Context: an optimization exercise on an open-source flow, tuned for small area, a short achievable clock period and few clock cycles per item. The choices shown serve that exercise and are no tape-out recipe. The RTL was checked by simulation tests, not by an equivalence proof against the original design. Power and IR drop assume default switching activity.

Setup of P:
Design alf_line_coder, start of the top module:
module alf_line_coder (
    input  wire        clk,
    input  wire        rst,           
    input  wire [7:0]  fmt,           
    input  wire        in_valid,
    output wire        in_ready,
    input  wire [15:0] in_sample,
    input  wire        in_last,       
    output reg         out_valid,
    input  wire        out_ready,
    output reg  [31:0] out_data,
    output reg         out_last,      
    output wire [23:0] out_nbits      
);
    reg  [1:0]  f_bsel;
    reg  [2:0]  f_d;
    always @(*) begin
        case (fmt)
            8'h01:               begin f_bsel = 2'd0; f_d = 3'd1; end
            8'h02, 8'h03, 8'h04: begin f_bsel = 2'd2; f_d = 3'd1; end
            8'h10:               begin f_bsel = 2'd0; f_d = 3'd2; end
            8'h11, 8'h12:        begin f_bsel = 2'd2; f_d = 3'd2; end
            8'h20:               begin f_bsel = 2'd0; f_d = 3'd3; end
            8'h21, 8'h31:        begin f_bsel = 2'd1; f_d = 3'd3; end
            8'h30:               begin f_bsel = 2'd1; f_d = 3'd0; end
            default:             begin f_bsel = 2'd0; f_d = 3'd1; end
        endcase
    end
    reg         line_first;           
    reg         rdy_o;                
    reg         sk_v;
    reg  [15:0] sk_s;
    reg         sk_last, sk_first;
  ...
clock: 50.0 ns
lec_check: 0
abc_area: 1
cap_margin: 20
core_margin: 2
core_utilization: 55
cts_buf_list: sky130_fd_sc_hd__clkbuf_16
cts_cluster_diameter: 60
cts_cluster_size: 30
place_density: 0.75
slew_margin: 20
run.sh (not shown) runs the stock make flow with config.mk's settings and CLKGATE_MAP_FILE= SYNTH_SCRIPT=/design/flow/synth_recipe.tcl, a recipe that flattens the netlist after the stock synthesis.
Testbench counts of P, summed over its fixed seeds: cycles 108,120, samples 107,845.
Setup changes, P to Q
--- a/flow/design.v
+++ b/flow/design.v
@@ -192,28 +192,30 @@
     wire        line_end = cq0_last && ((hc == 5'd31) ? hdr : blk_end);
     wire [36:0] put_v = hdr ? (({32'd0, hc} << cw_w) | {5'd0, cw_v}) : {5'd0, cw_v};
     wire [6:0]  put_w = {1'b0, cw_w} + (hdr ? 7'd5 : 7'd0);
     reg  [73:0] acc;                  
     reg  [6:0]  cnt;                  
     reg  [1:0]  lw;                   
-    reg  [15:0] wcnt;                 
+    reg  [15:0] wcnt;
+    reg  [4:0]  lbm;
     reg  [4:0]  lb1;                  
-    reg  [20:0] onb;                  
-    wire [20:0] nbits = {wcnt, lb1} + 21'd1;
+    wire [15:0] wbase = out_last ? 16'd0 : wcnt;    
+    wire        oload;                                
     reg         osk_v;                
     reg  [31:0] osk_data;
     reg         osk_last;
     wire        pk_out = (cnt >= 7'd32) && !osk_v;
     wire [6:0]  cnt_o  = pk_out ? cnt - 7'd32 : cnt;
     wire [73:0] acc_o  = pk_out ? {acc[41:0], 32'd0} : acc;
     wire [1:0]  lw_o   = pk_out ? {1'b0, lw[1]} : lw;
     wire [7:0]  t      = {1'b0, cnt_o} + {1'b0, put_w};
     wire        lw_busy = (lw != 2'd0) || (osk_v && osk_last);
     wire        pk_ok  = (cnt_o <= 7'd37) && !(line_end && ((cnt_o > 7'd32) || lw_busy));
     wire [73:0] placed = {37'd0, put_v} << (7'd74 - t[6:0]);
-    assign out_nbits = {3'd0, onb};
+    assign out_nbits = {3'd0, wcnt, lbm};
+    assign oload = (!out_valid || out_ready) && (osk_v || pk_out);
     wire        emit    = hv && cq0_v && pk_ok;
     wire [5:0]  n_after = n - {5'd0, emit};
     wire        n0      = (n == 6'd0);
     wire        n1      = (n == 6'd1);
     wire        n34     = (n == 6'd34);
     wire        n_empty = n0 || (n1 && emit);
@@ -222,12 +224,20 @@
     wire        write   = xu;
     assign x_take = !x_v || xu;
     wire blk_pop  = emit && blk_end;
     integer i, b2;
     reg [10:0] cbase, cterm, csum; reg cc;
     always @(posedge clk) begin
+        if (oload) begin
+            out_data <= osk_v ? osk_data : acc[73:42];
+            if (osk_v ? osk_last : lw[0]) begin
+                wcnt <= wbase + {15'd0, (lb1 == 5'd31)};
+                lbm  <= lb1 + 5'd1;
+            end else
+                wcnt <= wbase + 16'd1;
+        end
         if (in_fire && !x_take) begin
             sk_s     <= in_sample;
             sk_last  <= in_last;
             sk_first <= line_first;
             sk_bsel  <= f_bsel;
             sk_d     <= f_d;
@@ -310,13 +320,13 @@
             cq0_v      <= 1'b0;
             cq1_v      <= 1'b0;
             eidx       <= 5'd0;
             acc        <= 74'd0;
             cnt        <= 7'd0;
             lw         <= 2'd0;
-            wcnt       <= 16'd0;
+            out_last   <= 1'b1;
             osk_v      <= 1'b0;
             out_valid  <= 1'b0;
         end else begin
             if (in_fire)
                 line_first <= in_last;
             sk_v <= sk_v_n;
@@ -357,36 +367,20 @@
             end else begin
                 acc <= acc_o;
                 cnt <= cnt_o;
                 lw  <= lw_o;
             end
             if (!out_valid || out_ready) begin
-                if (osk_v) begin
-                    out_valid <= 1'b1;
-                    out_data  <= osk_data;
-                    out_last  <= osk_last;
-                    if (osk_last) begin
-                        onb  <= nbits;
-                        wcnt <= 16'd0;
-                    end
-                    osk_v     <= 1'b0;
-                end else if (pk_out) begin
+                if (osk_v || pk_out) begin
                     out_valid <= 1'b1;
-                    out_data  <= acc[73:42];
-                    out_last  <= lw[0];
-                    if (lw[0]) begin
-                        onb  <= nbits;
-                        wcnt <= 16'd0;
-                    end else
-                        wcnt <= wcnt + 16'd1;
+                    out_last  <= osk_v ? osk_last : lw[0];
+                    osk_v <= 1'b0;
                 end else
                     out_valid <= 1'b0;
             end else if (pk_out) begin
                 osk_v    <= 1'b1;
                 osk_data <= acc[73:42];
                 osk_last <= lw[0];
-                if (!lw[0])
-                    wcnt <= wcnt + 16'd1;
             end
         end
     end
 endmodule
[compare] base=P new=Q: clock group share of total power shrank by 2.7 points; detailed-routing wirelength on met1 grew by 1.3%; height of the die shrank by 0.83%. Row total stage count of the critical path: Q lower / P higher. Delta(sequential share of cell area, Q - P) > 0. The total internal power reported for Q is greater than that of P by 0.080 mW. Q vs. P: worst stage delay on the critical path +120 ps; end-of-flow core utilization went down by 0.76 points; area added between synthesis and finish went down by 0.41 points; die area went down. Q and P all finish clean. Higher cell count was reported by P, not Q. Run comparison: Q destination of the critical timing path out_last; P destination of the critical timing path wcnt[12]. The higher floorplan core area of Q and P is in P.
Testbench counts of Q, summed over its fixed seeds: cycles 108,120, samples 107,845.


Another version of the RTL of alf_line_coder (not shown whole).
Size in the first run: ~5700 cells after synthesis, about 1100 flip-flops, about 0.050 mm² of cells after synthesis.
Settings: LEC_CHECK=0, ABC_AREA=1, CAP_MARGIN=20, CORE_MARGIN=2, CORE_UTILIZATION=55, CTS_BUF_LIST=sky130_fd_sc_hd__clkbuf_16, CTS_CLUSTER_DIAMETER=60, CTS_CLUSTER_SIZE=30, PLACE_DENSITY=0.75, SLEW_MARGIN=20; clock period 50.0 ns.
Testbench counts at the start, summed over its fixed seeds: cycles 108,120, samples 107,845.
Then changed:
--- a/flow/design.v
+++ b/flow/design.v
@@ -200,18 +200,17 @@
     wire        blk_end  = (eidx == cq0_m);
     wire        line_end = cq0_last && ((hc == 5'd31) ? hdr : blk_end);
     wire [36:0] put_v = hdr ? (({32'd0, hc} << cw_w) | {5'd0, cw_v}) : {5'd0, cw_v};
     wire [6:0]  put_w = {1'b0, cw_w} + (hdr ? 7'd5 : 7'd0);
     reg  [73:0] acc;                  
     reg  [6:0]  cnt;                  
     reg  [1:0]  lw;                   
-    reg  [15:0] wcnt;                 
-    reg  [4:0]  lb1;                  
+    reg  [20:0] tot;                  
+    reg  [20:0] nbp;                  
     reg  [20:0] onb;                  
-    wire [20:0] nbits = {wcnt, lb1} + 21'd1;
     reg         osk_v;                
     reg  [31:0] osk_data;
     reg         osk_last;
     wire        pk_out = (cnt >= 7'd32) && !osk_v;
     wire [6:0]  cnt_o  = pk_out ? cnt - 7'd32 : cnt;
     wire [73:0] acc_o  = pk_out ? {acc[41:0], 32'd0} : acc;
     wire [1:0]  lw_o   = pk_out ? {1'b0, lw[1]} : lw;
@@ -322,15 +321,15 @@
             n          <= 6'd0;
             cq0_v      <= 1'b0;
             cq1_v      <= 1'b0;
             eidx       <= 5'd0;
             acc        <= 74'd0;
             cnt        <= 7'd0;
             lw         <= 2'd0;
-            wcnt       <= 16'd0;
+            tot        <= 21'd0;
             osk_v      <= 1'b0;
             out_valid  <= 1'b0;
         end else begin
             if (in_fire)
                 line_first <= in_last;
             sk_v <= sk_v_n;
             rdy_o <= !sk_v_n;
@@ -360,46 +359,40 @@
                 cq0_v <= 1'b1;
                 cq1_v <= cq0_v;
             end
             if (emit) begin
                 acc  <= acc_o | placed;
                 cnt  <= line_end ? ((t <= 8'd32) ? 7'd32 : 7'd64) : t[6:0];
                 lw   <= line_end ? ((t <= 8'd32) ? 2'b01 : 2'b10) : lw_o;
+                tot  <= line_end ? 21'd0 : tot + {14'd0, put_w};
                 if (line_end)
-                    lb1 <= t[4:0] - 5'd1;
+                    nbp <= tot + {14'd0, put_w};
                 eidx <= blk_end ? 5'd0 : eidx + 5'd1;
             end else begin
                 acc <= acc_o;
                 cnt <= cnt_o;
                 lw  <= lw_o;
             end
             if (!out_valid || out_ready) begin
                 if (osk_v) begin
                     out_valid <= 1'b1;
                     out_data  <= osk_data;
                     out_last  <= osk_last;
-                    if (osk_last) begin
-                        onb  <= nbits;
-                        wcnt <= 16'd0;
-                    end
+                    if (osk_last)
+                        onb <= nbp;
                     osk_v     <= 1'b0;
                 end else if (pk_out) begin
                     out_valid <= 1'b1;
                     out_data  <= acc[73:42];
                     out_last  <= lw[0];
-                    if (lw[0]) begin
-                        onb  <= nbits;
-                        wcnt <= 16'd0;
-                    end else
-                        wcnt <= wcnt + 16'd1;
+                    if (lw[0])
+                        onb <= nbp;
                 end else
                     out_valid <= 1'b0;
             end else if (pk_out) begin
                 osk_v    <= 1'b1;
                 osk_data <= acc[73:42];
                 osk_last <= lw[0];
-                if (!lw[0])
-                    wcnt <= wcnt + 16'd1;
             end
         end
     end
 endmodule
Power rose slightly.
Wire length went up slightly.
Global-route usage went down by 0.29 points.
Clock-buffer cell count is higher by 7.
Cell count increases slightly.
Core utilization is higher by 0.18 points.
Critical path depth does not change.
Worst hold slack got worse by 25 ps.
Testbench counts after the change, summed over its fixed seeds: cycles 108,120, samples 107,845.

==> static timing again, ports no longer ideal <==
The flow's constraints put no driver on any port. The routed layouts listed below were extracted and timed again, unchanged, in two steps. Step 1 sets driving cells, clkbuf_16 on the clock port and buf_2 on the other inputs (assumed; they add their load-dependent delay and slew). Step 2 times the ports against the registers' clock, not the clock port: input delays grow and output delays shrink by t, the midpoint of the rising clock arrivals with the driver on. a / b / c = ideal / step 1 / step 2; a / b = the first two.
run	shift t [ns]	setup slack, ns	hold WS [ns]	worst setup path at the end	worst data-port slew with drivers (ns)
P	0.702	38.105 / 38.136 / 37.434	0.316 / 0.316 / 0.316	input to register	0.05
Q	0.695	38.270 / 38.204 / 38.105	0.318 / 0.318 / 0.318	input to register	0.07
the first run of note 2	0.726	38.428 / 38.361 / 37.786	0.304 / 0.304 / 0.304	input to register	0.04
the second run of note 2	0.724	38.421 / 38.348 / 38.045	0.279 / 0.279 / 0.279	input to register	0.05
After both steps every run listed still meets setup and hold. The setup slack of P, which loses most, moves by +0.031 ns with the drivers and by -0.671 ns with both steps.
